Background: an optimization exercise with open tools, aiming at small area. Do not read the settings as production practice.
At most, simulation tests tie the RTL to the original design; equivalence was not proved.
The RTL of runs 1 and 2 was laid out without a check of its function.
Power is estimated from default activity; no workload was simulated.

<file path="flow/config.mk">
export PLATFORM = sky130hd
export DESIGN_NAME = fs_comp
export DESIGN_NICKNAME = fs_comp
export VERILOG_FILES = /design/flow/design.v
export SDC_FILE = /design/flow/constraint.sdc
export NUM_CORES = 4
export LEC_CHECK = 0
export CAP_MARGIN = 20
export CORE_MARGIN = 2
export CORE_UTILIZATION = 60
export CTS_BUF_LIST = sky130_fd_sc_hd__clkbuf_8
export CTS_CLUSTER_DIAMETER = 70
export CTS_CLUSTER_SIZE = 16
export PLACE_DENSITY = 0.75
export SLEW_MARGIN = 20
</file>
<file path="flow/constraint.sdc">
create_clock -name core_clock -period 15.0 [get_ports {clk}]
set_input_delay 3.0000 -clock core_clock [delete_from_list [all_inputs] [get_ports {clk}]]
set_output_delay 3.0000 -clock core_clock [all_outputs]
set_load 0.01 [all_outputs]
</file>
<file path="flow/design.v">
module fs_comp (
    input  wire        clk,
    input  wire        rst,
    input  wire        start,
    input  wire        restart,
    input  wire [15:0] d_hold,
    input  wire [15:0] s,
    input  wire [15:0] p,
    input  wire [1:0]  form,
    input  wire [5:0]  eb,
    input  wire [5:0]  ea,
    input  wire [23:0] mb0,
    input  wire [23:0] mb1,
    input  wire [23:0] mb2,
    input  wire [23:0] mb3,
    input  wire [23:0] ma1,
    input  wire [23:0] ma2,
    input  wire [23:0] ma3,
    input  wire [15:0] drv_lo,
    input  wire [15:0] drv_hi,
    input  wire [15:0] fe_lim,
    input  wire [15:0] fe_time,
    output wire        ready,
    output reg         done,
    output wire [15:0] d,
    output wire [31:0] v,
    output reg         sat,
    output reg         fe_over,
    output reg         fe_fault,
    output reg  [15:0] fe_timer,
    output reg  [31:0] sat_cnt
);
    localparam [2:0] S_CLR = 3'd0, S_IDLE = 3'd1, S_AF = 3'd2, S_PARK = 3'd3,
                     S_BF = 3'd4, S_COMB = 3'd5, S_INT = 3'd6, S_INS = 3'd7;
    reg [2:0] state;
    reg [2:0] slot;
    reg [6:0] cnt;
    reg signed [6:0] ja, jb;
    reg [27:0] A;
    reg [31:0] vk;
    reg [16:0] e1, e2, e3;
    reg [31:0] v1, v2, v3;
    reg bor, rc, lt, gt, ovf, below;
    reg ld;                      
    reg ekq;                     
    reg gtf, gef;                
    reg scc, scall, scfull;      
    reg tc, tall, tfull, tge;    
    assign ready = (state == S_IDLE);
    assign v     = v1;
    assign d     = {~A[27], A[26:12]};
    wire three = (form == 2'd2);
    wire signed [6:0] nb = 7'sd38 - $signed({1'b0, eb});
    wire signed [6:0] na = 7'sd46 - $signed({1'b0, ea});
    wire nb_pos = (eb < 6'd38);
    wire na_pos = (ea < 6'd46);
    wire signed [6:0] ja_i = ja + 7'sd1;
    wire signed [6:0] jb_i = jb + 7'sd1;
    wire ja_end = (ja_i == na);
    wire jb_end = (jb_i == nb);
    wire inB = (jb[6:5] == 2'b00) && (!jb[4] || jb[3:0] == 4'd0);
    wire inA = (ja[6:5] == 2'b00);
    wire actB = ((state == S_BF) || (state == S_INT)) && inB;
    wire actA = ((state == S_AF) || (state == S_INT)) && inA;
    wire rnd  = ((state == S_AF) && ja_end) || ((state == S_BF) && jb_end);
    reg [2:0] eff;
    always @* begin
        if (actB && slot <= 3'd3)
            eff = slot;
        else if (actA && slot <= 3'd6)
            eff = (slot < 3'd4) ? 3'd4 : slot;
        else
            eff = 3'd7;
    end
    wire more = (actB && eff <= 3'd2) || (actA && eff <= 3'd5) || (rnd && eff <= 3'd6);
    wire colst = (state == S_AF) || (state == S_PARK) || (state == S_BF) || (state == S_INT);
    wire cend = colst && !more;
    wire s_b = s[jb[3:0]];
    wire p_b = p[jb[3:0]];
    wire ekbit = jb[4] ? bor : (s_b ^ p_b ^ bor);
    wire       linv = (cnt >= 7'd23);
    wire [3:0] lidx = linv ? 4'd15 : (cnt[3:0] ^ 4'd8);
    wire rbit = ld & (cnt >= 7'd8) & (d_hold[lidx] ^ linv);
    wire lo_b = drv_lo[lidx] ^ linv;
    wire hi_b = drv_hi[lidx] ^ linv;
    reg [23:0] msel;
    reg        tbit;
    always @* begin
        case (eff)
            3'd0: begin msel = mb1; tbit = e1[0]; end
            3'd1: begin msel = mb2; tbit = e2[0]; end
            3'd2: begin msel = mb3; tbit = e3[0] & three; end
            3'd3: begin msel = mb0; tbit = ekq; end
            3'd4: begin msel = ma1; tbit = v1[0]; end
            3'd5: begin msel = ma2; tbit = v2[0]; end
            3'd6: begin msel = ma3; tbit = v3[0] & three; end
            default: begin msel = 24'd0; tbit = 1'b0; end
        endcase
    end
    reg        neg;
    reg [27:0] opnd;
    always @* begin
        if (state == S_COMB) begin
            neg  = 1'b1;
            opnd = vk[27:0];
        end else begin
            if (eff <= 3'd3)
                neg = jb[4];
            else if (eff <= 3'd6)
                neg = (state == S_INT) ^ (ja[4:0] == 5'd31);
            else
                neg = 1'b0;
            opnd = tbit ? {{4{msel[23]}}, msel} : 28'd0;
        end
    end
    wire        cin = neg | (rnd && eff == 3'd7);
    wire [27:0] addb = opnd ^ {28{neg}};
    wire [28:0] cy;
    wire [27:0] sum;
    assign cy[0] = cin;
    genvar gi;
    generate
        for (gi = 0; gi < 16; gi = gi + 1) begin : g_add
            assign sum[gi]    = A[gi] ^ addb[gi] ^ cy[gi];
            assign cy[gi + 1] = (A[gi] & addb[gi]) | (cy[gi] & (A[gi] ^ addb[gi]));
        end
    endgenerate
    assign sum[27:16] = A[27:16] + addb[27:16] + {11'd0, cy[16]};
    wire        emit = sum[0];
    wire fl_b  = fe_lim[jb[3:0]];
    wire ft_b  = fe_time[lidx];
    wire tcur  = ~restart & fe_timer[0];
    wire tnb   = fe_over & ((~restart & tfull) | (tcur ^ tc));
    wire tge_n = (tnb ^ ft_b) ? tnb : tge;
    wire insd  = (state == S_INS) && (cnt >= 7'd8) && (cnt <= 7'd23);
    wire scb   = sat_cnt[0] ^ scc;
    wire vfin = sat ? ((cnt < 7'd8) ? 1'b0 : (below ? lo_b : hi_b)) : vk[0];
    wire ovf_n = ovf | (emit ^ vk[31]);
    wire q     = emit ^ rc;
    always @(posedge clk) begin
        if (state == S_CLR) begin
            e1 <= {1'b0, e1[16:1]}; e2 <= {1'b0, e2[16:1]}; e3 <= {1'b0, e3[16:1]};
            v1 <= {rbit, v1[31:1]}; v2 <= {rbit, v2[31:1]}; v3 <= {rbit, v3[31:1]};
        end else begin
            if (cend && actB) begin
                e1 <= {ekbit, e1[16:1]};
                e2 <= {e1[0], e2[16:1]};
                e3 <= {e2[0], e3[16:1]};
            end
            if (cend && actA) begin
                v1 <= {1'b0, v1[31:1]};
                v2 <= {v1[0], v2[31:1]};
                v3 <= {v2[0], v3[31:1]};
            end
            if (state == S_INS)
                v1 <= {vfin, v1[31:1]};
        end
        ekq <= ekbit;
        if (state == S_CLR && !ld) begin
            sat_cnt  <= {1'b0, sat_cnt[31:1]};
            fe_timer <= {1'b0, fe_timer[15:1]};
        end
        if (state == S_INS) begin
            sat_cnt <= {scb, sat_cnt[31:1]};
            scc     <= sat_cnt[0] & scc;
            scall   <= scall & scb;
            if (cnt == 7'd31)
                scfull <= scall & scb;
            if (cnt == 7'd7)
                rc <= vfin;
            if (insd) begin
                rc       <= vfin & rc;
                fe_timer <= {tnb, fe_timer[15:1]};
                tc       <= tcur & tc;
                tall     <= tall & tnb;
                tge      <= tge_n;
                if (cnt == 7'd23) begin
                    tfull    <= tall & tnb;
                    fe_fault <= (~restart & fe_fault) | tge_n;
                end
            end
        end
        if (cend && actB) begin
            if (jb[4])
                fe_over <= ekbit ? gef : gtf;
            else if (ekbit ^ fl_b)
                gtf <= ekbit;
            else
                gef <= ~ekbit;
        end
        if ((state == S_PARK) || (state == S_INS) ||
            ((state == S_INT) && cend && cnt <= 7'd31))
            vk <= {emit, vk[31:1]};
        if ((state == S_IDLE && start) || (state == S_PARK && cnt == 7'd31))
            A <= 28'd0;
        else if (cend)
            A <= {sum[27], sum[27:1]};
        else if (insd)
            A <= {vfin ^ rc, A[27:1]};
        else
            A <= sum;
        slot <= (colst && more) ? eff + 3'd1 : 3'd0;
        if (cend && actB && !jb[4])
            bor <= (~s_b & p_b) | (~(s_b ^ p_b) & bor);
        if (rst) begin
            state    <= S_CLR;
            ld       <= 1'b0;
            cnt      <= 7'd0;
            done     <= 1'b0;
            fe_fault <= 1'b0;
            scfull   <= 1'b0;
            tfull    <= 1'b0;
        end else begin
            done <= 1'b0;
            case (state)
                S_CLR: begin
                    cnt <= cnt + 7'd1;
                    if (cnt == 7'd31) begin
                        cnt <= 7'd0;
                        ld  <= 1'b0;
                        if (!ld)
                            state <= S_IDLE;
                        else if (na_pos)
                            state <= S_AF;
                        else if (nb_pos)
                            state <= S_BF;
                        else begin
                            state <= S_INT;
                            ja <= na;
                            jb <= nb;
                        end
                    end
                end
                S_IDLE: begin
                    ja  <= 7'sd0;
                    jb  <= 7'sd0;
                    bor <= 1'b0;
                    cnt <= 7'd0;
                    ovf <= 1'b0;
                    lt  <= 1'b0;
                    gt  <= 1'b0;
                    gtf <= 1'b0;
                    gef <= 1'b1;
                    if (start) begin
                        if (restart) begin
                            state <= S_CLR;
                            ld    <= 1'b1;
                        end else if (na_pos)
                            state <= S_AF;
                        else if (nb_pos)
                            state <= S_BF;
                        else begin
                            state <= S_INT;
                            ja <= na;
                            jb <= nb;
                        end
                    end
                end
                S_AF: if (cend) begin
                    if (ja_end)
                        state <= S_PARK;
                    else
                        ja <= ja_i;
                end
                S_PARK: begin
                    cnt <= cnt + 7'd1;
                    if (cnt == 7'd31) begin
                        cnt <= 7'd0;
                        state <= nb_pos ? S_BF : S_COMB;
                    end
                end
                S_BF: if (cend) begin
                    if (jb_end) begin
                        if (na_pos)
                            state <= S_COMB;
                        else begin
                            state <= S_INT;
                            ja <= na;
                            jb <= nb;
                        end
                    end else
                        jb <= jb_i;
                end
                S_COMB: begin
                    state <= S_INT;
                    ja <= na;
                    jb <= nb;
                end
                S_INT: if (cend) begin
                    cnt <= cnt + 7'd1;
                    ja  <= ja_i;
                    jb  <= jb_i;
                    if (cnt == 7'd7)
                        rc <= emit;
                    else if (cnt >= 7'd8 && cnt <= 7'd32) begin
                        rc <= emit & rc;
                        if (cnt == 7'd32) begin
                            if (q ^ lo_b) lt <= q;
                            if (q ^ hi_b) gt <= hi_b;
                        end else begin
                            if (q ^ lo_b) lt <= lo_b;
                            if (q ^ hi_b) gt <= q;
                        end
                    end
                    if (cnt >= 7'd32)
                        ovf <= ovf_n;
                    if (cnt == 7'd79) begin
                        cnt   <= 7'd0;
                        state <= S_INS;
                        below <= ovf_n ? emit : lt;
                        sat   <= ovf_n ? 1'b1 : (lt | gt);
                        scc   <= (ovf_n | lt | gt) & ~scfull;
                        scall <= 1'b1;
                        tc    <= 1'b1;
                        tall  <= 1'b1;
                        tge   <= 1'b1;
                    end
                end
                S_INS: begin
                    cnt <= cnt + 7'd1;
                    if (cnt == 7'd31) begin
                        state    <= S_IDLE;
                        done     <= 1'b1;
                    end
                end
                default: state <= S_CLR;
            endcase
        end
    end
endmodule
</file>
<file path="flow/flow/run.sh">
#!/bin/bash
# Standard ORFS layout, but with the port buffers made from the smallest
# buffer cell instead of the default choice.
set -euo pipefail
bash standard.sh "BUFFER_PORTS_ARGS=-buffer_cell sky130_fd_sc_hd__buf_1" finish > orfs_make.log 2>&1
</file>
<file path="flow/standard.sh">
#!/bin/bash
# synth_recipe.tcl (not shown) runs the flow's synth.tcl, then flattens the netlist and writes it again
# the make line also repeats each setting of config.mk as NAME=value (left out here)
make -C /OpenROAD-flow-scripts/flow DESIGN_CONFIG=/design/flow/config.mk WORK_HOME=/design/flow/orfs CLKGATE_MAP_FILE= SYNTH_SCRIPT=/design/flow/synth_recipe.tcl "${@:-finish}"
</file>
==> impl_results.md, run 1 <==
- Status: complete, no violations
- Worst skew pair latency: 570 ps
- Top FF cell, synth: edfxtp_1
- CP max FO: 29
- Post-Synth Simple-Gate Area: 0.126
- Antenna fix cells: 0
- Critical path buffers and inverters: 7
- Port Buf Inserts: 398
- Die ar.: between 20,000 and 30,000 µm²
- Core area: 25,800 µm²
- GRT Total Usage: 0.310
- Post CTS Setup Buffer Count: 0
- Fin. Hold Viols: 0
- DIE WIDTH: 165 µm
- Layout cell share with drive strength beyond 1: 0.0832
- Largest net degree at the start of global routing: 65
- Dpl cell area: 17,300 µm²
- Rel. slew slack: 0.295
- Clock power frac: 0.290
- Tmin final: about 13,000 ps
- Clock Skew: 29.3 ps
- Vias: around 13,000
- Number of CTS-inserted buffers: 24
- Cells after DPL: between 2,000 and 2,500
- Top delay family on crit path: adder cells
- Residual DRC: 0
- Storage element area: 8350 µm²
- Wire length per cell: 21.4 µm
- Synth Area per Inst: 11.6 µm²
- Crit path kind: reg -> reg
- Most used cell, CP: fa_1
- Starting Density: 0.606
- Initial drt markers: roughly 1,200
- Synthesized-area fraction occupied by adder cells: 0.0497
- Final Setup Violations: 0
- Main combinational cell family by area after synthesis: compound AO/OA/AOI/OAI gates
- Fill cells: about 2,000
- Fmax: approximately 80 MHz
- CTS max path bufs: 3
- Commonest non-fill, non-tap cell in the layout: buf_1
- Slowest CP cell: edfxtp_1
- Vias in the first global route: around 12,000
- Routed WL: 44,000 µm
- Startpoint Class: flop
- Reg2Reg Depth: between 40 and 50
- PwrDens: 83.9 nW/µm²
- # H-tree levels: 1
- DRT antenna net count: 0
- GP Congestion: ~0.9
- Finished Layout Cells: 2,053
- I/O pin count: between 300 and 400
- Req. time, crit path: 15,480 ps
- Switch share: 0.242
- Yosys reg bits: 303
- Synth async-reset ratio: 0
- GRT Residual Overflow: 0
- FP Rows: 59
- Sw Pwr: 0.361 mW
- RSZ-0062 raised after global routing: false
- Post-synth EDFFs: 228
- Critical path arrival: 13,100 ps
- FF-to-FF End: A[26]
- Avg Vias per Cell: 6.18
- Finished Cell Area: ~18,000 µm²
- Max Cap Violations: 0
- Yosys warns: 1
- Maximum vdd drop: 0.0848 mV
- Leading cell types in the layout, fill and taps excluded: 398 x buf_1, 228 x edfxtp_1, 153 x nand2_1
- Synth Area in XOR/XNOR: 0.0452
- Leakage power: approximately 6.6 nW
- Post-cts resize count: 0
- Int Pwr: 1.13 mW
- Area of the multi-input gates: 6660 µm²
- Critical Path End Type: flop
- Hold path cells: 0
- Worst min-delay path endpoint: v2[24]
- Pins over their slew limit: 0
- CTS root buffer: clkbuf_8
- Comb pwr share: 0.095
- First-pass GRT wire length: 64,300 µm
- Post-synthesis compound-gate area fraction: 0.148
- Nets: just over 2,000
- Hold_buf cts: 0
- Clock transition at the registers of the reported paths: 110 ps
- Die H: ~170 µm
- Worst Min Path Start: v2[25]
- CTS tree: yes
- Initial antenna violation count: 0
- DR pass1 iterations: 9
- R2R Path Start: jb[0]
- R2r setup slk: 2380 ps
- Post-DP HPWL: ~32,000 µm
- Max incr delay on CP: 1040 ps
- Mux cell area share after synthesis: 0.0531
- Area grow syn2layout: 13.7%
- Post-Syn Area: 15,600 µm²
- Worst-margin pin slew: 1060 ps
- Library cells used by synthesis: 91
- Num Clock Sinks: 303
- Sequential fraction of design power: 0.616
- Final period utilization: 0.841
- Tightest Hold Check Type: reg -> reg
- Setup TNS: 0 ps
- Seq/Total Area, Yosys: 0.535
- Gate Count Post-Synth: 1,349
- Net count after synthesis: 1,696
power by group through the flow:
stage	Clock (mW)	Combinational (mW)	Sequential [mW]
floorplan	0	0.0917	0.929
global placement	0	0.135	0.936
detailed placement	0	0.138	0.936
CTS	0.439	0.139	0.917
global route	0.469	0.155	0.919
finish	0.431	0.141	0.917
registers in the layout, summed over array words and instances (netlist names), 3 cells and up:
signal / count
A: 28
ja: 7
e1: 17
slot: 3
jb: 7
v2: 32
cnt: 7
vk: 32
sat_cnt: 32
v3: 32
e3: 17
v1: 32
state: 3
e2: 17
fe_timer: 16
how the worst max path moves through the flow:
| stage | slack (ps) | cells past startpoint | to | start |
|---|---|---|---|---|
| 2_1_floorplan | 3360 | 34 | A[26] | ea[0] |
| 3_3_place_gp | 2610 | 35 | A[26] | eb[0] |
| 3_5_place_dp | 2460 | 35 | A[26] | ea[0] |
| 4_1_cts | 2490 | 45 | A[26] | jb[0] |
| 5_1_grt | 1570 | 44 | A[26] | jb[0] |
| 6_report | 2380 | 44 | A[26] | jb[0] |
cells in the mapped netlist (all sizes together), types with 8 or more instances:
library cell	instances	area, µm²
a221o	10	100
nor2	69	272
dfxtp	75	1500
nand2	154	578
clkbuf	41	154
a222oi	25	250
fa	19	380
nand3	44	230
xnor2	38	333
o22ai	18	113
and2	14	87.6
mux4	21	473
ha	30	375
o21ai	51	255
a211oi	18	168
nor2b	14	97.6
edfxtp	228	6850
a221oi	29	254
nor3	56	357
inv	49	184
a31oi	12	75.1
buf	55	322
a21oi	71	359
xor2	32	280
mux2i	13	130
nand2b	8	50.1
mux2	20	225
through the flow:
stage               hold slack [ps]  total power [mW]  setup WS (ps)   util
floorplan                       400              1.02           3360      -
global placement                403              1.07           2610  0.670
detailed placement              405              1.07           2460  0.670
CTS                             405              1.49           2490  0.687
global route                    404              1.54           1570  0.689
finish                          403              1.49           2380  0.689
worst register-to-register path: cells and delay by family, from the launching register on:
kind	cells	cell delay (ps)
compound gates	11	2530
xor+xnor	3	570
fa+ha+maj	19	6620
buf+inv	7	1090
flops	1	1040
simple gates	4	680
area by class of cell:
| cell class | instances | area share |
|---|---|---|
| sequential | 303 | 0.471 |
| multi-input combinational | 898 | 0.375 |
| timing repair buffer | 421 | 0.0946 |
| tap | 335 | 0.0236 |
| clock buffer | 25 | 0.0194 |
| inverter | 52 | 0.0110 |
| clock inverter | 19 | 0.00543 |
logic make-up (layout without fill, tap and decap cells):
group,after synthesis,after routing
buffers and inverters,148,517
xor gates and xnor gates,74,74
muxes,54,54
adders and majority gates,51,51
AOI/OAI and AO/OA,318,318
DFF,303,303
and+or+nand+nor,401,401
metal layers:
metal	wire length, µm	global-route usage	up-vias
li1	-	-	5797
met2	20900	0.514	665
met1	16900	0.394	6123
met4	2130	0.145	0
met3	4130	0.0642	95
met5	0	0	-
==> run 2, diff against run 1 <==
--- a/flow/config.mk
+++ b/flow/config.mk
@@ -8,8 +8,8 @@
 export CAP_MARGIN = 20
 export CORE_MARGIN = 2
 export CORE_UTILIZATION = 60
-export CTS_BUF_LIST = sky130_fd_sc_hd__clkbuf_8
-export CTS_CLUSTER_DIAMETER = 70
-export CTS_CLUSTER_SIZE = 16
+export CTS_BUF_LIST = sky130_fd_sc_hd__clkbuf_16
+export CTS_CLUSTER_DIAMETER = 80
+export CTS_CLUSTER_SIZE = 25
 export PLACE_DENSITY = 0.75
 export SLEW_MARGIN = 20
==> run 2 against run 1 <==
Against the previous run:
- clock power increased by 16%
- sequential power hardly changed
- clock skew decreased by 11 ps
- synthesized cell count unchanged
- maximum frequency fell by 0.51%
- critical endpoint unchanged
==> impl_results.md, run 2 <==
- Status: complete, no violations
- Number of CTS-inserted buffers: 17 (-29%)
- Dpl cell area: 17,300 µm² (unchanged)
- DRT antenna net count: 0 (unchanged)
- Die H: 165 µm (unchanged)
- R2R Path Start: jb[0]
- Fmax: 78.8 MHz (-0.51%)
- Gate Count Post-Synth: 1,349 (unchanged)
- Area share of the largest cell type after synthesis: 0.439 (unchanged)
- Seq/Total Area, Yosys: 0.535 (unchanged)
- Area of the multi-input gates: 6660 µm² (unchanged)
- Post-DP HPWL: 32,000 µm (unchanged)
- Int Pwr: 1.19 mW (+5.9%)
- CTS root buffer: clkbuf_16
- Setup TNS: 0 ps (unchanged)
- Place WS: 2460 ps (unchanged)
- Comb pwr share: 0.092 (-0.003)
- First-pass GRT wire length: 65,200 µm (+1.3%)
- Pins over their slew limit: 0 (unchanged)
- Core area: 25,800 µm² (unchanged)
- Cells after DPL: 2,008 (unchanged)
- Post CTS Setup Buffer Count: 0 (unchanged)
- Layout cell share with drive strength beyond 1: 0.0798 (-0.00342)
- Post-Syn Area: 15,600 µm² (unchanged)
- Clock transition at the registers of the reported paths: 100 ps (about the same)
- DIE WIDTH: 165 µm (unchanged)
- Critical Path End Type: flop
- Leakage power: 6.65 nW (+0.18%)
- Req. time, crit path: 15,420 ps (-60 ps)
- R2r setup slk: 2310 ps (-70 ps)
- Post-synth EDFFs: 228 (unchanged)
- Top FF cell, synth: edfxtp_1
- Worst Min Path Start: v2[25]
- Slowest CP cell: edfxtp_1
- Sequential fraction of design power: 0.587 (-0.029)
- Vias: 12,600 (-0.59%)
- Tot Pwr: 1.56 mW (+4.8%)
- Avg Vias per Cell: 6.18 (about the same)
- # H-tree levels: 1 (unchanged)
- Rel. slew slack: 0.274 (-0.0212)
- Yosys warns: 1 (unchanged)
- Residual DRC: 0 (unchanged)
- Net count after synthesis: 1,696 (unchanged)
- Starting Density: 0.606 (unchanged)
- Final WS setup: 2310 ps (-65.1 ps)
- Final Setup Violations: 0 (unchanged)
- Top delay family on crit path: adder cells
- Post-cts resize count: 0 (unchanged)
- Vias in the first global route: 11,800 (+1.0%)
- Antenna fix cells: 0 (unchanged)
- Nets: 2,040 (-0.34%)
- GRT Total Usage: 0.313 (+0.00334)
- Most used cell, CP: fa_1
- Max incr delay on CP: 1050 ps (about the same)
- Reg2Reg Depth: 45 (+2.3%)
- Synth area leaders: edfxtp_1 44%, dfxtp_1 9.6%, nand2_1 3.7%, mux4_2 3.0%, fa_1 2.4%
- Core Util, Final: 0.692 (+0.00335)
- Storage element area: 8350 µm² (about the same)
- Die ar.: 27,300 µm² (unchanged)
- Hold_buf cts: 0 (unchanged)
- Clock power frac: 0.321 (+0.031)
- Synth async-reset ratio: 0 (unchanged)
- Startpoint Class: flop
- GRT Residual Overflow: 0 (unchanged)
- CTS tree: yes
- Area grow syn2layout: 14.2%
- FP Rows: 59 (unchanged)
- CTS max path bufs: 3 (unchanged)
- Switch share: 0.234 (-0.00803)
- Library cells used by synthesis: 91 (unchanged)
- Yosys top cell by area: edfxtp_1
- Initial antenna violation count: 0 (unchanged)
- CP max FO: 29 (unchanged)
- Hold path cells: 0 (unchanged)
- Initial drt markers: 1,072 (-7.3%)
- Port Buf Inserts: 398 (unchanged)
- Worst-margin pin slew: 1090 ps (+27.9 ps)
- GP Congestion: 0.900 (unchanged)
- Num Clock Sinks: 303 (unchanged)
- Fin. Hold Viols: 0 (unchanged)
- Maximum vdd drop: 0.101 mV (+20%)
- Worst hold slack: 416 ps (+13.2 ps)
- Max Cap Violations: 0 (unchanged)
- Finished Layout Cells: 2,039 (-0.68%)
- Worst Setup SP: jb[0]
- Synth Area per Inst: 11.6 µm² (unchanged)
- List of most frequent post-synthesis cells: 228 x edfxtp_1, 154 x nand2_1, 75 x dfxtp_1
- Commonest non-fill, non-tap cell in the layout: buf_1
- Finished Cell Area: 17,800 µm² (+0.49%)
- I/O pin count: 399 (unchanged)
- Yosys reg bits: 303 (unchanged)
- Tmin final: 12,690 ps (+65.1 ps)
- Sw Pwr: 0.366 mW (+1.3%)
- Wire length per cell: 21.6 µm (+0.91%)
- PwrDens: 87.5 nW/µm² (+4.3%)
- Clock Skew: 18.4 ps (-10.9 ps)
- Crit path kind: reg -> reg
- Final period utilization: 0.846 (+0.00434)
- Largest net degree at the start of global routing: 65 (unchanged)
- Most numerous cell in the Yosys netlist: edfxtp_1
- Critical path arrival: 13,100 ps (about the same)
- Worst min-delay path endpoint: v2[24]
- DR pass1 iterations: 8 (-1)
- FF-to-FF End: A[26]
- Tightest Hold Check Type: reg -> reg
- RSZ-0062 raised after global routing: false
- Worst skew pair latency: 510 ps (-60 ps)
- Leading cell types in the layout, fill and taps excluded: 398 x buf_1, 228 x edfxtp_1, 153 x nand2_1
- Fill cells: 2,013 (-1.2%)
- Routed WL: 44,100 µm (+0.22%)
- Critical path buffers and inverters: 8 (+1)
## run 2: cell counts after synthesis
Identical to the previous run, type by type.
## run 2: area by class of cell
cell class | count | share of cell area
tap | 335 | 0.0235
inverter | 52 | 0.0109
multi-input combinational | 898 | 0.374
timing repair buffer | 421 | 0.0939
clock inverter | 12 | 0.00463
sequential | 303 | 0.468
clock buffer | 18 | 0.0253
## run 2: worst register-to-register path: cells and delay by family, from the launching register on
kind / cells / cell delay [ps]
xor gates and xnor gates: 3 / 580
and+or+nand+nor: 3 / 500
adders and majority gates: 19 / 6670
buffers and inverters: 8 / 1440
DFF: 1 / 1050
AOI/OAI and AO/OA: 12 / 2380
## run 2: worst max path at each step
stage	slack (ps)	end	depth (start not counted)
finish	2310	A[26]	45
global route	1460	A[26]	44
CTS	2400	A[26]	45
detailed placement	2460	A[26]	35
global placement	2610	A[26]	35
floorplan	3360	A[26]	34
## run 2: power groups by stage
stage	registers (mW)	clock network (mW)	logic [mW]
final	0.916	0.500	0.144
after global routing	0.918	0.535	0.158
after CTS	0.917	0.510	0.140
after detailed placement	0.936	0	0.138
after global placement	0.936	0	0.135
after floorplan	0.929	0	0.0917
## run 2: logic make-up (layout without fill, tap and decap cells)
family                     count (synthesis)  count (layout)  share of synthesized area
adders and majority gates                 51              51                     0.0497
AOI/OAI and AO/OA                        318             318                      0.148
xor gates and xnor gates                  74              74                     0.0452
DFF                                      303             303                      0.535
and+or+nand+nor                          401             401                      0.126
muxes                                     54              54                     0.0531
buffers and inverters                    148             503                     0.0430
## run 2: metal layers
layer	vias up	share of wire	track usage
met5	-	0	0
li1	5787	-	-
met4	0	0.057	0.163
met1	6033	0.38	0.392
met3	122	0.10	0.0784
met2	663	0.46	0.508
==> run 3, diff against run 2 <==
--- a/flow/design.v
+++ b/flow/design.v
@@ -43,6 +43,9 @@
     reg bor, rc, lt, gt, ovf, below;
     reg ld;                      
     reg ekq;                     
+    reg [4:0] ph;
+    reg iw;                      
+    wire insa = (state == S_INS) && !iw;
     reg gtf, gef;                
     reg scc, scall, scfull;      
     reg tc, tall, tfull, tge;    
@@ -128,11 +131,12 @@
     assign sum[27:16] = A[27:16] + addb[27:16] + {11'd0, cy[16]};
     wire        emit = sum[0];
     wire fl_b  = fe_lim[jb[3:0]];
-    wire ft_b  = fe_time[lidx];
+    wire ft_b  = fe_time[cnt[3:0]];
     wire tcur  = ~restart & fe_timer[0];
     wire tnb   = fe_over & ((~restart & tfull) | (tcur ^ tc));
     wire tge_n = (tnb ^ ft_b) ? tnb : tge;
-    wire insd  = (state == S_INS) && (cnt >= 7'd8) && (cnt <= 7'd23);
+    wire insd  = insa && (cnt >= 7'd8) && (cnt <= 7'd23);
+    wire inst  = insa && cnt[4];     
     wire scb   = sat_cnt[0] ^ scc;
     wire vfin = sat ? ((cnt < 7'd8) ? 1'b0 : (below ? lo_b : hi_b)) : vk[0];
     wire ovf_n = ovf | (emit ^ vk[31]);
@@ -152,29 +156,32 @@
                 v2 <= {v1[0], v2[31:1]};
                 v3 <= {v2[0], v3[31:1]};
             end
-            if (state == S_INS)
+            if (insa)
                 v1 <= {vfin, v1[31:1]};
         end
         ekq <= ekbit;
+        ph <= ph + 5'd1;
         if (state == S_CLR && !ld) begin
             sat_cnt  <= {1'b0, sat_cnt[31:1]};
             fe_timer <= {1'b0, fe_timer[15:1]};
+        end else begin
+            sat_cnt  <= {insa ? scb : sat_cnt[0], sat_cnt[31:1]};
+            fe_timer <= {inst ? tnb : fe_timer[0], fe_timer[15:1]};
         end
-        if (state == S_INS) begin
-            sat_cnt <= {scb, sat_cnt[31:1]};
+        if (insa) begin
             scc     <= sat_cnt[0] & scc;
             scall   <= scall & scb;
             if (cnt == 7'd31)
                 scfull <= scall & scb;
             if (cnt == 7'd7)
                 rc <= vfin;
-            if (insd) begin
+            if (insd)
                 rc       <= vfin & rc;
-                fe_timer <= {tnb, fe_timer[15:1]};
+            if (inst) begin
                 tc       <= tcur & tc;
                 tall     <= tall & tnb;
                 tge      <= tge_n;
-                if (cnt == 7'd23) begin
+                if (cnt == 7'd31) begin
                     tfull    <= tall & tnb;
                     fe_fault <= (~restart & fe_fault) | tge_n;
                 end
@@ -188,7 +195,7 @@
             else
                 gef <= ~ekbit;
         end
-        if ((state == S_PARK) || (state == S_INS) ||
+        if ((state == S_PARK) || insa ||
             ((state == S_INT) && cend && cnt <= 7'd31))
             vk <= {emit, vk[31:1]};
         if ((state == S_IDLE && start) || (state == S_PARK && cnt == 7'd31))
@@ -205,6 +212,7 @@
         if (rst) begin
             state    <= S_CLR;
             ld       <= 1'b0;
+            ph       <= 5'd0;
             cnt      <= 7'd0;
             done     <= 1'b0;
             fe_fault <= 1'b0;
@@ -307,6 +315,7 @@
                     if (cnt == 7'd79) begin
                         cnt   <= 7'd0;
                         state <= S_INS;
+                        iw    <= 1'b1;
                         below <= ovf_n ? emit : lt;
                         sat   <= ovf_n ? 1'b1 : (lt | gt);
                         scc   <= (ovf_n | lt | gt) & ~scfull;
@@ -316,7 +325,10 @@
                         tge   <= 1'b1;
                     end
                 end
-                S_INS: begin
+                S_INS: if (iw) begin
+                    if (ph == 5'd31)
+                        iw <= 1'b0;
+                end else begin
                     cnt <= cnt + 7'd1;
                     if (cnt == 7'd31) begin
                         state    <= S_IDLE;
--- a/flow/config.mk
+++ b/flow/config.mk
@@ -8,8 +8,8 @@
 export CAP_MARGIN = 20
 export CORE_MARGIN = 2
 export CORE_UTILIZATION = 60
-export CTS_BUF_LIST = sky130_fd_sc_hd__clkbuf_16
-export CTS_CLUSTER_DIAMETER = 80
-export CTS_CLUSTER_SIZE = 25
+export CTS_BUF_LIST = sky130_fd_sc_hd__clkbuf_8
+export CTS_CLUSTER_DIAMETER = 60
+export CTS_CLUSTER_SIZE = 20
 export PLACE_DENSITY = 0.75
 export SLEW_MARGIN = 20
==> run 3 against run 2 <==
Against the previous run:
- critical path type unchanged
- combinational power is 6% higher
- still clean on timing, DRC and antenna
- non-clock buffer count is 5 lower
- critical endpoint unchanged
- worst hold slack worse by 63 ps
- via count fell by 5.3%
- final cell count shrank 0.59%
- synthesized cell count down 2.1%
- sequential power is 0.8% higher
==> impl_results.md, run 3 <==
- GRT Total Usage: 0.282 (-0.0319)
- Setup crit end: A[26]
- Critical path buffers and inverters: 5 (-3)
- Worst skew pair latency: 580 ps (+70 ps)
- Req. time, crit path: 15,500 ps (+80 ps)
- Clock Skew: 19.3 ps (+0.939 ps)
- Final Setup Violations: 0 (unchanged)
- Critical path arrival: 13,220 ps (+120 ps)
- GP Congestion: 0.908 (+0.92%)
- Commonest non-fill, non-tap cell in the layout: buf_1
- FP Rows: 58 (-1.7%)
- Hold_buf cts: 0 (unchanged)
- Rel. slew slack: 0.287 (+0.0136)
- FF-to-FF End: A[26]
- Post-synth EDFFs: 197 (-14%)
- Max incr delay on CP: 930 ps (-120 ps)
- Clock transition at the registers of the reported paths: 110 ps (about the same)
- Fmax: 78.6 MHz (-0.29%)
- Post CTS Setup Buffer Count: 0 (unchanged)
- Reg2Reg Depth: 44 (-2.2%)
- Synth area leaders: edfxtp_1 39%, dfxtp_1 15%, mux4_2 3.7%, a21oi_1 3.3%, nor2_1 3.0%
- Leading cell types in the layout, fill and taps excluded: 398 x buf_1, 197 x edfxtp_1, 122 x nor2_1
- R2R Path Start: jb[0]
- Maximum vdd drop: 0.0686 mV (-32%)
- Slowest CP cell: edfxtp_1
- Worst Setup SP: jb[0]
- Routed WL: 38,800 µm (-12%)
- Crit path kind: reg -> reg
- Vias: 11,900 (-5.3%)
- Die ar.: 26,800 µm² (-1.8%)
- Worst-margin pin slew: 1070 ps (-19.0 ps)
- Status: complete, no violations
- Tmin final: 12,720 ps (+36.6 ps)
- Number of CTS-inserted buffers: 26 (+9)
- Yosys warns: 1 (unchanged)
- Cells after DPL: 1,980 (-1.4%)
- Layout cell share with drive strength beyond 1: 0.0949 (+0.0151)
- Max Cap Violations: 0 (unchanged)
- Finished Layout Cells: 2,027 (-0.59%)
- Initial antenna violation count: 0 (unchanged)
- List of most frequent post-synthesis cells: 197 x edfxtp_1, 124 x nor2_1, 112 x dfxtp_1
- Nets: 2,028 (-0.59%)
- Area share of the largest cell type after synthesis: 0.386 (-0.0525)
- # H-tree levels: 1 (unchanged)
- Final period utilization: 0.848 (+0.00244)
- Most numerous cell in the Yosys netlist: edfxtp_1
- Tightest Hold Check Type: reg -> reg
- Antenna fix cells: 0 (unchanged)
- CP max FO: 23 (-21%)
- Leakage power: 6.46 nW (-2.9%)
- Avg Vias per Cell: 5.89 (-4.8%)
- RSZ-0062 raised after global routing: false
- Core area: 25,100 µm² (-2.5%)
- I/O pin count: 399 (unchanged)
- Post-Syn Area: 15,300 µm² (-1.8%)
- PwrDens: 91.4 nW/µm² (+4.5%)
- Top FF cell, synth: edfxtp_1
- Largest net degree at the start of global routing: 66 (+1.5%)
- CTS root buffer: clkbuf_8
- CTS tree: yes
- DIE WIDTH: 164 µm (-0.90%)
- Setup TNS: 0 ps (unchanged)
- Wire length per cell: 19.1 µm (-11%)
- Yosys reg bits: 309 (+2.0%)
- DRT antenna net count: 0 (unchanged)
- Residual DRC: 0 (unchanged)
- Port Buf Inserts: 398 (unchanged)
- Synth Area per Inst: 11.6 µm² (+0.31%)
- Synth async-reset ratio: 0 (unchanged)
- Gate Count Post-Synth: 1,320 (-2.1%)
- Initial drt markers: 1,054 (-1.7%)
- CTS max path bufs: 3 (unchanged)
- Area grow syn2layout: 15.0%
- Net count after synthesis: 1,670 (-1.5%)
- Die H: 164 µm (-0.90%)
- R2r setup slk: 2280 ps (-40 ps)
- Seq/Total Area, Yosys: 0.532 (-0.00237)
- GRT Residual Overflow: 0 (unchanged)
- Top delay family on crit path: adder cells
- Yosys top cell by area: edfxtp_1
- Critical Path End Type: flop
- Fin. Hold Viols: 0 (unchanged)
- DR pass1 iterations: 9 (+1)
- Crit path depth: 44 (-2.2%)
- Vias in the first global route: 11,200 (-4.8%)
- Most used cell, CP: fa_1
- Post-DP HPWL: 28,700 µm (-10%)
- Library cells used by synthesis: 82 (-9.9%)
- Startpoint Class: flop
- Starting Density: 0.610 (+0.00433)
- Num Clock Sinks: 309 (+2.0%)
- Pins over their slew limit: 0 (unchanged)
- First-pass GRT wire length: 59,000 µm (-9.5%)
- Post-cts resize count: 0 (unchanged)
## run 3: cell families after synthesis
family,after synthesis,share of synthesized area
AO/OA/AOI/OAI,330,0.147
AND/OR/NAND/NOR,320,0.0968
flip-flops,309,0.532
buffers and inverters,144,0.0417
multiplexers,93,0.0835
XOR/XNOR,71,0.0461
adder cells (fa/ha/maj),53,0.0524
## run 3: worst register-to-register path: cells and delay by family (launching register included)
family                     cells  cell delay (ps)
adders and majority gates     20             6890
AOI/OAI and AO/OA             12             2650
buffers and inverters          5              740
DFF                            1              930
and+or+nand+nor                4              950
xor gates and xnor gates       2              370
muxes                          1              110
## run 3: worst min path at each step
| stage | from | endpoint | slack (ps) | cells past startpoint |
|---|---|---|---|---|
| floorplan | fe_timer[1] | fe_timer[0] | 380 | 0 |
| global placement | sat_cnt[28] | sat_cnt[27] | 330 | 0 |
| detailed placement | sat_cnt[26] | sat_cnt[25] | 330 | 0 |
| CTS | fe_timer[13] | fe_timer[12] | 350 | 0 |
| global route | fe_timer[13] | fe_timer[12] | 350 | 0 |
| finish | sat_cnt[10] | sat_cnt[9] | 350 | 0 |
## run 3: layer usage
layer  track usage  vias to the layer above  wire (µm)
li1              -                     5608          -
met1         0.364                     5673      15500
met2         0.496                      571      19000
met3        0.0402                       80       3110
met4        0.0817                        0       1130
met5             0                        -          0
## run 3: metrics by stage
stage           util  hold WS (ps)  total power, mW  worst slack [ps]  area (µm²)
2_1_floorplan      -           382             1.04              2970       15300
5_1_grt        0.702           349             1.67              1460       17600
4_1_cts        0.701           353             1.62              2380       17600
6_report       0.702           353             1.61              2280       17600
3_3_place_gp   0.676           330             1.09              2330       17000
3_5_place_dp   0.677           335             1.09              2020       17000
## run 3: area by class of cell
type / count / area (µm²)
Clock buffer: 27 / 372
Clock inverter: 20 / 234
Fill cell: 1910 / 7490
Inverter: 58 / 219
Multi-Input combinational cell: 867 / 6570
Sequential cell: 309 / 8160
Tap cell: 330 / 413
Timing Repair Buffer: 416 / 1650
## run 3: report_power, final
| part | internal, mW | switching, mW |
|---|---|---|
| clock network | 0.235 | 0.299 |
| logic | 0.0734 | 0.0791 |
| registers | 0.910 | 0.0138 |
| total | 1.22 | 0.392 |
==> run 4, diff against run 3 <==
--- a/flow/config.mk
+++ b/flow/config.mk
@@ -9,7 +9,7 @@
 export CORE_MARGIN = 2
 export CORE_UTILIZATION = 60
 export CTS_BUF_LIST = sky130_fd_sc_hd__clkbuf_8
-export CTS_CLUSTER_DIAMETER = 60
-export CTS_CLUSTER_SIZE = 20
+export CTS_CLUSTER_DIAMETER = 70
+export CTS_CLUSTER_SIZE = 16
 export PLACE_DENSITY = 0.75
 export SLEW_MARGIN = 20
==> run 4 against run 3 <==
Against the previous run:
- register-to-register slack better by 50 ps
- sequential share of layout area is 0.44 points higher
- routed wire length is 0.36% lower
- final cell count is 0.20% lower
- highest routed layer unchanged
- maximum frequency is 0.40% higher
- largest cell class unchanged
- worst hold slack hardly changed
- sequential cell count stayed put
- die area stayed put
- core utilization is 0.66 points lower
- clock power is 21% lower
- clock skew is 0.97 ps lower
- design area is 0.94% lower
==> impl_results.md, run 4 <==
- Status: complete, no violations
- Finished Layout Cells: 2,023 (-0.20%)
- Clock transition at the registers of the reported paths: 100 ps (about the same)
- Slowest CP cell: edfxtp_1
- Library cells used by synthesis: 82 (unchanged)
- CP max FO: 23 (unchanged)
- Top FF cell, synth: edfxtp_1
- Comb pwr share: 0.101 (+0.006)
- CTS tree: yes
- CTS max path bufs: 3 (unchanged)
- Seq/Total Area, Yosys: 0.532 (unchanged)
- Die ar.: 26,800 µm² (unchanged)
- Synth area leaders: edfxtp_1 39%, dfxtp_1 15%, mux4_2 3.7%, a21oi_1 3.3%, nor2_1 3.0%
- GRT Total Usage: 0.282 (+0.000331)
- Fill cells: 1,940 (+1.6%)
- Fmax: 78.9 MHz (+0.40%)
- Clock power frac: 0.283 (-0.049)
- # H-tree levels: 1 (unchanged)
- RSZ-0062 raised after global routing: false
- Rel. slew slack: 0.280 (-0.00694)
- Gate Count Post-Synth: 1,320 (unchanged)
- Yosys top cell by area: edfxtp_1
- Number of CTS-inserted buffers: 23 (-12%)
- Setup TNS: 0 ps (unchanged)
- Wire length per cell: 19.1 µm (-0.17%)
- Num Clock Sinks: 309 (unchanged)
- CTS root buffer: clkbuf_8
- Critical Path End Type: flop
- Post-DP HPWL: 28,700 µm (unchanged)
- Core Util, Final: 0.695 (-0.00663)
- Vias: 11,900 (-0.23%)
- Worst skew pair latency: 570 ps (about the same)
- Final period utilization: 0.845 (-0.00342)
- Max incr delay on CP: 940 ps (about the same)
- Initial drt markers: 973 (-7.7%)
- Maximum vdd drop: 0.0607 mV (-11%)
- Routed WL: 38,700 µm (-0.36%)
- Critical path buffers and inverters: 5 (unchanged)
- Req. time, crit path: 15,490 ps (about the same)
- Final Setup Violations: 0 (unchanged)
- Synth Area per Inst: 11.6 µm² (unchanged)
- DIE WIDTH: 164 µm (unchanged)
- Most numerous cell in the Yosys netlist: edfxtp_1
- Net count after synthesis: 1,670 (unchanged)
- Sequential fraction of design power: 0.616 (+0.042)
- Post-cts resize count: 0 (unchanged)
- Crit path kind: reg -> reg
- Cells after DPL: 1,980 (unchanged)
- Avg Vias per Cell: 5.88 (about the same)
- Vias in the first global route: 11,200 (-0.23%)
- Switch share: 0.235 (-0.00781)
- First-pass GRT wire length: 58,900 µm (-0.11%)
- DRT antenna net count: 0 (unchanged)
- Int Pwr: 1.15 mW (-5.9%)
- PwrDens: 86.0 nW/µm² (-5.9%)
- I/O pin count: 399 (unchanged)
- Nets: 2,026 (-0.099%)
- Post-Syn Area: 15,300 µm² (unchanged)
- Top delay family on crit path: adder cells
- Startpoint Class: flop
- Critical path arrival: 13,160 ps (-60 ps)
- Die H: 164 µm (unchanged)
- Core area: 25,100 µm² (unchanged)
- Starting Density: 0.610 (unchanged)
- Synth async-reset ratio: 0 (unchanged)
- Leading cell types in the layout, fill and taps excluded: 398 x buf_1, 197 x edfxtp_1, 122 x nor2_1
- Initial antenna violation count: 0 (unchanged)
- Port Buf Inserts: 398 (unchanged)
- Yosys warns: 1 (unchanged)
- GRT Residual Overflow: 0 (unchanged)
- DR pass1 iterations: 7 (-2)
- Largest net degree at the start of global routing: 66 (unchanged)
- FP Rows: 58 (unchanged)
- Area share of the largest cell type after synthesis: 0.386 (unchanged)
- List of most frequent post-synthesis cells: 197 x edfxtp_1, 124 x nor2_1, 112 x dfxtp_1
- Residual DRC: 0 (unchanged)
- Post-synth EDFFs: 197 (unchanged)
- Max Cap Violations: 0 (unchanged)
- Sw Pwr: 0.353 mW (-9.8%)
- Hold_buf cts: 0 (unchanged)
- Pins over their slew limit: 0 (unchanged)
- Tightest Hold Check Type: reg -> reg
- Worst-margin pin slew: 1080 ps (+10.4 ps)
- Leakage power: 6.42 nW (-0.63%)
- Antenna fix cells: 0 (unchanged)
- Fin. Hold Viols: 0 (unchanged)
- Commonest non-fill, non-tap cell in the layout: buf_1
- Layout cell share with drive strength beyond 1: 0.0868 (-0.00805)
- Post CTS Setup Buffer Count: 0 (unchanged)
- Area grow syn2layout: 13.9%
- Tmin final: 12,670 ps (-51.2 ps)
- Most used cell, CP: fa_1
- Clock Skew: 18.4 ps (-0.974 ps)
- GP Congestion: 0.908 (unchanged)
- Yosys reg bits: 309 (unchanged)
-- run 4: cell types whose count changed in the layout (fill, tap and decap cells not counted), sizes merged --
cell / change
clkbuf: -4
inv: +4
bufinv: -2
clkinv: -2
buf: +1
clkinvlp: -1
-- run 4: routing by layer --
metal	wire, µm	vias up	GRT usage	part of all wire
li1	-	5599	-	-
met3	3150	81	0.0427	0.082
met1	15300	5653	0.363	0.40
met4	1130	0	0.0845	0.029
met5	0	-	0	0
met2	19100	571	0.495	0.49
-- run 4: final cells by class --
type                            instances  area [µm²]  share of cell area
Sequential cell                       309        8160               0.468
Multi-Input combinational cell        867        6570               0.376
Timing Repair Buffer                  417        1670              0.0955
Tap cell                              330         413              0.0237
Clock buffer                           23         317              0.0181
Inverter                               58         219              0.0125
Clock inverter                         19         108             0.00617
-- run 4: path summary, 6_finish.rpt --
check | start | to | slack, ps | cells past startpoint
max | jb[0] | A[26] | 2330 | 44
min | fe_timer[2] | fe_timer[1] | 350 | 0
max reg2reg | jb[0] | A[26] | 2330 | 44
min reg2reg | fe_timer[2] | fe_timer[1] | 350 | 0
-- run 4: per-stage QoR --
stage / hold WS, ps / instance area (µm²) / worst slack [ps] / power (mW)
after floorplan: 382 / 15300 / 2970 / 1.04
after global placement: 330 / 17000 / 2330 / 1.09
after detailed placement: 335 / 17000 / 2020 / 1.09
after CTS: 353 / 17400 / 2430 / 1.51
after global routing: 355 / 17400 / 1500 / 1.56
final: 352 / 17400 / 2330 / 1.50
-- run 4: power groups by stage --
stage	Clock, mW	Combinational, mW	Sequential (mW)
after floorplan	0	0.104	0.937
after global placement	0	0.147	0.943
after detailed placement	0	0.150	0.943
after CTS	0.439	0.151	0.923
after global routing	0.467	0.170	0.926
final	0.424	0.152	0.923
-- run 4: logic make-up after synthesis --
kind of cell	share of synthesized area
fa+ha+maj	0.0524
flops	0.532
compound gates	0.147
mux	0.0835
simple gates	0.0968
xor+xnor	0.0461
buf+inv	0.0417
==> run 5, diff against run 4 <==
--- a/flow/config.mk
+++ b/flow/config.mk
@@ -7,9 +7,9 @@
 export LEC_CHECK = 0
 export CAP_MARGIN = 20
 export CORE_MARGIN = 2
-export CORE_UTILIZATION = 60
+export CORE_UTILIZATION = 72
 export CTS_BUF_LIST = sky130_fd_sc_hd__clkbuf_8
 export CTS_CLUSTER_DIAMETER = 70
 export CTS_CLUSTER_SIZE = 16
-export PLACE_DENSITY = 0.75
+export PLACE_DENSITY = 0.85
 export SLEW_MARGIN = 20
==> run 5 against run 4 <==
Against the previous run:
- still clean on timing, DRC and antenna
- sequential power about the same
- sequential share of layout area grew 0.28 points
- final cell count is 2.9% lower
- area after synthesis unchanged
- via count grew 2.6%
- register-to-register slack lost 210 ps
- sequential cell count unchanged
==> impl_results.md, run 5 <==
- Status: complete, no violations
- Largest net degree at the start of global routing: 66 (unchanged)
- DIE WIDTH: 150 µm (-8.5%)
- PwrDens: 87.0 nW/µm² (+1.2%)
- Synth async-reset ratio: 0 (unchanged)
- Residual DRC: 0 (unchanged)
- Routed WL: 40,000 µm (+3.5%)
- Top FF cell, synth: edfxtp_1
- Number of CTS-inserted buffers: 23 (unchanged)
- Area grow syn2layout: 13.2%
- Starting Density: 0.731 (+0.121)
- Crit path kind: reg -> reg
- CTS root buffer: clkbuf_8
- Setup TNS: 0 ps (unchanged)
- Post-cts resize count: 0 (unchanged)
- Place WS: 2040 ps (+18.5 ps)
- Seq/Total Area, Yosys: 0.532 (unchanged)
- Worst skew pair latency: 580 ps (about the same)
- Slowest CP cell: edfxtp_1
- Vias in the first global route: 11,600 (+3.2%)
- Die H: 150 µm (-8.5%)
- Core Util, Final: 0.828 (+0.133)
- Library cells used by synthesis: 82 (unchanged)
- Post-synth EDFFs: 197 (unchanged)
- Finished Cell Area: 17,300 µm² (-0.60%)
- Finished Layout Cells: 1,964 (-2.9%)
- Req. time, crit path: 15,500 ps (about the same)
- Pins over their slew limit: 0 (unchanged)
- Critical path buffers and inverters: 5 (unchanged)
- GRT Residual Overflow: 0 (unchanged)
- Port Buf Inserts: 398 (unchanged)
- Die ar.: 22,500 µm² (-16%)
- Top delay family on crit path: adder cells
- Worst Setup SP: jb[0]
- CTS tree: yes
- Net count after synthesis: 1,670 (unchanged)
- Final Setup Violations: 0 (unchanged)
- CP max FO: 23 (unchanged)
- Antenna fix cells: 0 (unchanged)
- Max Cap Violations: 0 (unchanged)
- Wire length per cell: 20.4 µm (+6.6%)
- Clock transition at the registers of the reported paths: 110 ps (about the same)
- R2R Path Start: jb[0]
- CTS max path bufs: 3 (unchanged)
- Avg Vias per Cell: 6.22 (+5.7%)
- Yosys reg bits: 309 (unchanged)
- Fill cells: 1,233 (-36%)
- Critical path arrival: 13,390 ps (+230 ps)
- DRT antenna net count: 0 (unchanged)
- Post-DP HPWL: 29,400 µm (+2.5%)
- Core area: 21,000 µm² (-17%)
- Reg2Reg Depth: 44 (unchanged)
- Worst-margin pin slew: 1170 ps (+90.8 ps)
- FP Rows: 53 (-8.6%)
- Leakage power: 6.39 nW (-0.45%)
- Synth Area per Inst: 11.6 µm² (unchanged)
- # H-tree levels: 1 (unchanged)
- Fin. Hold Viols: 0 (unchanged)
- I/O pin count: 399 (unchanged)
- Rel. slew slack: 0.222 (-0.0588)
- List of most frequent post-synthesis cells: 197 x edfxtp_1, 124 x nor2_1, 112 x dfxtp_1
- Critical Path End Type: flop
- Fmax: 77.6 MHz (-1.7%)
- First-pass GRT wire length: 59,800 µm (+1.4%)
- Num Clock Sinks: 309 (unchanged)
- Synth area leaders: edfxtp_1 39%, dfxtp_1 15%, mux4_2 3.7%, a21oi_1 3.3%, nor2_1 3.0%
- Most numerous cell in the Yosys netlist: edfxtp_1
- Maximum vdd drop: 0.0690 mV (+14%)
- Max incr delay on CP: 930 ps (about the same)
- Area share of the largest cell type after synthesis: 0.386 (unchanged)
- Crit path depth: 44 (unchanged)
- Setup crit end: A[26]
- Cells after DPL: 1,922 (-2.9%)
- Final WS setup: 2120 ps (-213 ps)
- Tot Pwr: 1.51 mW (+0.56%)
- Leading cell types in the layout, fill and taps excluded: 398 x buf_1, 197 x edfxtp_1, 122 x nor2_1
- Final period utilization: 0.859 (+0.0142)
- Most used cell, CP: fa_1
- Tightest Hold Check Type: reg -> reg
- Startpoint Class: flop
- Dpl cell area: 16,900 µm² (-0.64%)
- Commonest non-fill, non-tap cell in the layout: buf_1
- Gate Count Post-Synth: 1,320 (unchanged)
- FF-to-FF End: A[26]
- Initial drt markers: 1,139 (+17%)
- Vias: 12,200 (+2.6%)
- Tmin final: 12,880 ps (+213 ps)
- RSZ-0062 raised after global routing: false
- Worst hold slack: 355 ps (+3.16 ps)
- GRT Total Usage: 0.344 (+0.0619)
- Yosys top cell by area: edfxtp_1
- Post-Syn Area: 15,300 µm² (unchanged)
- GP Congestion: 0.951 (+4.8%)
- Post CTS Setup Buffer Count: 0 (unchanged)
- Hold_buf cts: 0 (unchanged)
- Initial antenna violation count: 0 (unchanged)
- Layout cell share with drive strength beyond 1: 0.0853 (-0.00157)
- Clock Skew: 31.4 ps (+13.1 ps)
- Nets: 2,023 (-0.15%)
- DR pass1 iterations: 9 (+2)
- R2r setup slk: 2120 ps (-210 ps)
- Yosys warns: 1 (unchanged)
run 5: layout make-up:
type	count	area, µm²	share of cell area
clock buffer	23	317	0.0183
timing repair buffer	414	1630	0.0938
sequential	309	8160	0.470
inverter	58	219	0.0126
multi-input combinational	867	6580	0.379
tap	275	344	0.0198
clock inverter	18	104	0.00599
run 5: kinds of logic (layout without fill, tap and decap cells):
group	count (synthesis)	after routing	share of synthesized area
flip-flops	309	309	0.532
multiplexers	93	93	0.0835
AND/OR/NAND/NOR	320	320	0.0968
XOR/XNOR	71	71	0.0461
buffers and inverters	144	513	0.0417
AO/OA/AOI/OAI	330	330	0.147
adder cells (fa/ha/maj)	53	53	0.0524
run 5: worst min path at each step:
stage                       from      endpoint  slack (ps)  cells past startpoint
floorplan            fe_timer[1]   fe_timer[0]         380                      0
global placement     sat_cnt[28]   sat_cnt[27]         330                      0
detailed placement  fe_timer[11]  fe_timer[10]         340                      0
CTS                 fe_timer[11]  fe_timer[10]         360                      0
global route         sat_cnt[22]   sat_cnt[21]         360                      0
finish               sat_cnt[22]   sat_cnt[21]         360                      0
run 5: power by group:
group          leakage, nW  switching, mW  internal (mW)
logic                 2.95         0.0806         0.0734
clock network        0.268          0.265          0.163
registers             3.17         0.0160          0.910
run 5: routing by layer:
| layer | up-vias | global-route usage | routed length (µm) |
|---|---|---|---|
| li1 | 5585 | - | - |
| met4 | 0 | 0.144 | 1860 |
| met2 | 744 | 0.596 | 19800 |
| met1 | 5766 | 0.434 | 14700 |
| met3 | 122 | 0.0512 | 3700 |
| met5 | - | 0 | 0 |
==> run 6, diff against run 5 <==
==> flow/config.mk (replaced) <==
export PLATFORM = sky130hd
export DESIGN_NAME = fs_comp
export DESIGN_NICKNAME = fs_comp
export VERILOG_FILES = /design/flow/design.v
export SDC_FILE = /design/flow/constraint.sdc
export NUM_CORES = 4
export LEC_CHECK = 0
export CAP_MARGIN = 20
export CORE_MARGIN = 2
export CORE_UTILIZATION = 60
export CTS_BUF_LIST = sky130_fd_sc_hd__clkbuf_16
export CTS_CLUSTER_DIAMETER = 80
export CTS_CLUSTER_SIZE = 25
export PLACE_DENSITY = 0.75
export SLEW_MARGIN = 20
==> run 6 against run 5 <==
Against the previous run:
- first-iteration DRC count down 11%
- combinational power about the same
- power up 3.5%
- sequential cell count unchanged
- clock-buffer cell count down 6
- via count down 3.5%
- non-clock buffer count up 2
- global-route usage down 6.2 points
- still clean on timing, DRC and antenna
- critical path type unchanged
- register-to-register slack better by 280 ps
- sequential power about the same
- area after synthesis unchanged
==> impl_results.md, run 6 <==
- FF-to-FF End: A[26]
- Leading cell types in the layout, fill and taps excluded: 398 x buf_1, 197 x edfxtp_1, 122 x nor2_1
- Fill cells: 1,934 (+57%)
- Switch share: 0.232 (-0.00763)
- Area of the multi-input gates: 6570 µm² (about the same)
- CTS tree: yes
- Post-synthesis compound-gate area fraction: 0.147 (unchanged)
- Max Cap Violations: 0 (unchanged)
- Main combinational cell family by area after synthesis: compound AO/OA/AOI/OAI gates
- Crit path kind: reg -> reg
- Net count after synthesis: 1,670 (unchanged)
- Vias: 11,800 (-3.5%)
- RSZ-0062 raised after global routing: false
- Final WS setup: 2400 ps (+285 ps)
- Synthesized-area fraction occupied by adder cells: 0.0524 (unchanged)
- GP Congestion: 0.908 (-4.5%)
- Synth Area in XOR/XNOR: 0.0461 (unchanged)
- Die ar.: 26,800 µm² (+19%)
- Avg Vias per Cell: 5.87 (-5.7%)
- Setup TNS: 0 ps (unchanged)
- DR pass1 iterations: 6 (-3)
- Setup crit end: A[26]
- Core area: 25,100 µm² (+20%)
- Layout cell share with drive strength beyond 1: 0.0839 (-0.00133)
- Post-Synth Simple-Gate Area: 0.0968 (unchanged)
- Post-cts resize count: 0 (unchanged)
- Yosys warns: 1 (unchanged)
- GRT Total Usage: 0.281 (-0.0625)
- Slowest CP cell: edfxtp_1
- First-pass GRT wire length: 58,800 µm (-1.7%)
- Maximum vdd drop: 0.0639 mV (-7.3%)
- Wire length per cell: 19.2 µm (-5.9%)
- Tmin final: 12,600 ps (-285 ps)
- Yosys reg bits: 309 (unchanged)
- PwrDens: 89.1 nW/µm² (+2.5%)
- R2R Path Start: jb[0]
- Critical Path End Type: flop
- Max incr delay on CP: 920 ps (about the same)
- Initial antenna violation count: 0 (unchanged)
- Sw Pwr: 0.363 mW (+0.23%)
- GRT Residual Overflow: 0 (unchanged)
- Post-DP HPWL: 28,700 µm (-2.4%)
- Most numerous cell in the Yosys netlist: edfxtp_1
- R2r setup slk: 2400 ps (+280 ps)
- Post-Syn Area: 15,300 µm² (unchanged)
- Tightest Hold Check Type: reg -> reg
- Reg2Reg Depth: 44 (unchanged)
- CP max FO: 23 (unchanged)
- Worst Min Path Start: sat_cnt[27]
- Synth Area per Inst: 11.6 µm² (unchanged)
- Comb pwr share: 0.098 (-0.004)
- Post CTS Setup Buffer Count: 0 (unchanged)
- Yosys top cell by area: edfxtp_1
- Gate Count Post-Synth: 1,320 (unchanged)
- Top FF cell, synth: edfxtp_1
- Initial drt markers: 1,013 (-11%)
- FP Rows: 58 (+9.4%)
- Int Pwr: 1.20 mW (+4.6%)
- Req. time, crit path: 15,430 ps (-70 ps)
- CTS max path bufs: 3 (unchanged)
- Seq/Total Area, Yosys: 0.532 (unchanged)
- # H-tree levels: 1 (unchanged)
- Sequential fraction of design power: 0.591 (-0.023)
- Antenna fix cells: 0 (unchanged)
- Post-synth EDFFs: 197 (unchanged)
- Vias in the first global route: 11,100 (-3.7%)
- Worst-margin pin slew: 1060 ps (-105 ps)
- Num Clock Sinks: 309 (unchanged)
- Fin. Hold Viols: 0 (unchanged)
- Library cells used by synthesis: 82 (unchanged)
- Rel. slew slack: 0.290 (+0.0686)
- Routed WL: 38,600 µm (-3.7%)
- Synth area leaders: edfxtp_1 39%, dfxtp_1 15%, mux4_2 3.7%, a21oi_1 3.3%, nor2_1 3.0%
- Largest net degree at the start of global routing: 66 (unchanged)
- Place WS: 2020 ps (-18.5 ps)
- Residual DRC: 0 (unchanged)
- Clock transition at the registers of the reported paths: 90 ps (-20 ps)
- CTS root buffer: clkbuf_16
- Nets: 2,019 (-0.20%)
- Pins over their slew limit: 0 (unchanged)
- Cells after DPL: 1,980 (+3.0%)
- Clock power frac: 0.311 (+0.027)
- Clock Skew: 25.1 ps (-6.29 ps)
- List of most frequent post-synthesis cells: 197 x edfxtp_1, 124 x nor2_1, 112 x dfxtp_1
- Storage element area: 8160 µm² (unchanged)
- Number of CTS-inserted buffers: 17 (-26%)
- Final period utilization: 0.840 (-0.0190)
- Die H: 164 µm (+9.3%)
- Area grow syn2layout: 14.4%
- DIE WIDTH: 164 µm (+9.3%)
- Critical path arrival: 13,030 ps (-360 ps)
- Startpoint Class: flop
- Most used cell, CP: fa_1
- Worst skew pair latency: 520 ps (-60 ps)
- I/O pin count: 399 (unchanged)
- Final Setup Violations: 0 (unchanged)
- Fmax: 79.4 MHz (+2.3%)
- Status: complete, no violations
- Commonest non-fill, non-tap cell in the layout: buf_1
- Synth async-reset ratio: 0 (unchanged)
- Worst Setup SP: jb[0]
- Port Buf Inserts: 398 (unchanged)
- DRT antenna net count: 0 (unchanged)
- Finished Layout Cells: 2,010 (+2.3%)
- Mux cell area share after synthesis: 0.0835 (unchanged)
- Starting Density: 0.610 (-0.121)
- Hold_buf cts: 0 (unchanged)
- Leakage power: 6.41 nW (+0.41%)
- Area share of the largest cell type after synthesis: 0.386 (unchanged)
run 6: cell counts after synthesis:
No cell type changed its count.
run 6: worst min-delay path by stage:
stage / slack [ps] / endpoint / depth (start not counted)
final: 350 / sat_cnt[26] / 0
after global routing: 360 / sat_cnt[26] / 0
after CTS: 350 / sat_cnt[26] / 0
after detailed placement: 330 / sat_cnt[25] / 0
after global placement: 330 / sat_cnt[27] / 0
after floorplan: 380 / fe_timer[0] / 0
run 6: power groups by stage:
stage	combinational, mW	sequential [mW]	clock [mW]
detailed placement	0.150	0.943	0
global placement	0.147	0.943	0
floorplan	0.104	0.937	0
finish	0.152	0.923	0.486
global route	0.170	0.926	0.527
CTS	0.152	0.923	0.498
run 6: area by class of cell:
| type | instances | share of cell area |
|---|---|---|
| clock buffer | 17 | 0.0243 |
| clock inverter | 13 | 0.00493 |
| inverter | 58 | 0.0125 |
| multi-input combinational | 867 | 0.375 |
| sequential | 309 | 0.466 |
| tap | 330 | 0.0236 |
| timing repair buffer | 416 | 0.0940 |
run 6: worst max-delay path: cells and delay by family (launching register included):
family / cells / cell delay, ps
multiplexers: 1 / 110
adder cells (fa/ha/maj): 20 / 6890
XOR/XNOR: 2 / 370
AND/OR/NAND/NOR: 4 / 930
flip-flops: 1 / 920
AO/OA/AOI/OAI: 12 / 2530
buffers and inverters: 5 / 740
run 6: metal layers:
metal	routed length, µm	track usage	vias to the layer above
li1	-	-	5577
met1	15300	0.361	5585
met2	19100	0.498	555
met3	3040	0.0424	75
met4	1090	0.0793	0
met5	0	0	-
run 6: logic make-up (layout without fill, tap and decap cells):
logic type / after synthesis / count (layout)
fa+ha+maj: 53 / 53
mux: 93 / 93
buf+inv: 144 / 504
xor+xnor: 71 / 71
compound gates: 330 / 330
simple gates: 320 / 320
flops: 309 / 309
run 6: per-stage QoR:
step                hold slack (ps)  utilization  area [µm²]  power [mW]
floorplan                       382            -       15300        1.04
global placement                330        0.676       17000        1.09
global route                    358        0.698       17500        1.62
finish                          347        0.698       17500        1.56
CTS                             353        0.698       17500        1.57
detailed placement              335        0.677       17000        1.09

==> static timing again, ports no longer ideal <==
In the flow no input, the clock included, has a driving cell. The finished layouts below were timed again as built, in two steps.
Step 1, drivers: a clkbuf_16 drives clk and a buf_2 each remaining input, both assumed.
Step 2 moves the port delays by t, midway between the first and last clock arrival at a register: inputs arrive t later, outputs are due t later. That takes back most of the time a late clock gives input paths.
a / b / c = no drivers / after step 1 / after step 2; a / b = the first two.
run | t, ns | setup WS [ns] | worst register clock-pin slew, ns | worst data-port slew with drivers (ns)
run 1 | 0.600 | 2.379 / 2.379 / 2.366 | 0.11 / 0.11 | 0.06
run 2 | 0.552 | 2.314 / 2.314 / 2.314 | 0.10 / 0.10 | 0.06
run 3 | 0.605 | 2.277 / 2.277 / 1.904 | 0.11 / 0.11 | 0.07
run 4 | 0.592 | 2.328 / 2.328 / 1.947 | 0.10 / 0.10 | 0.07
run 5 | 0.598 | 2.115 / 2.115 / 1.806 | 0.11 / 0.11 | 0.07
run 6 | 0.544 | 2.400 / 2.400 / 1.890 | 0.11 / 0.11 | 0.05
After both steps setup and hold are still met in every run listed. The setup slack of run 6, which loses most, moves by 0.000 ns with the drivers and by -0.510 ns with both steps.
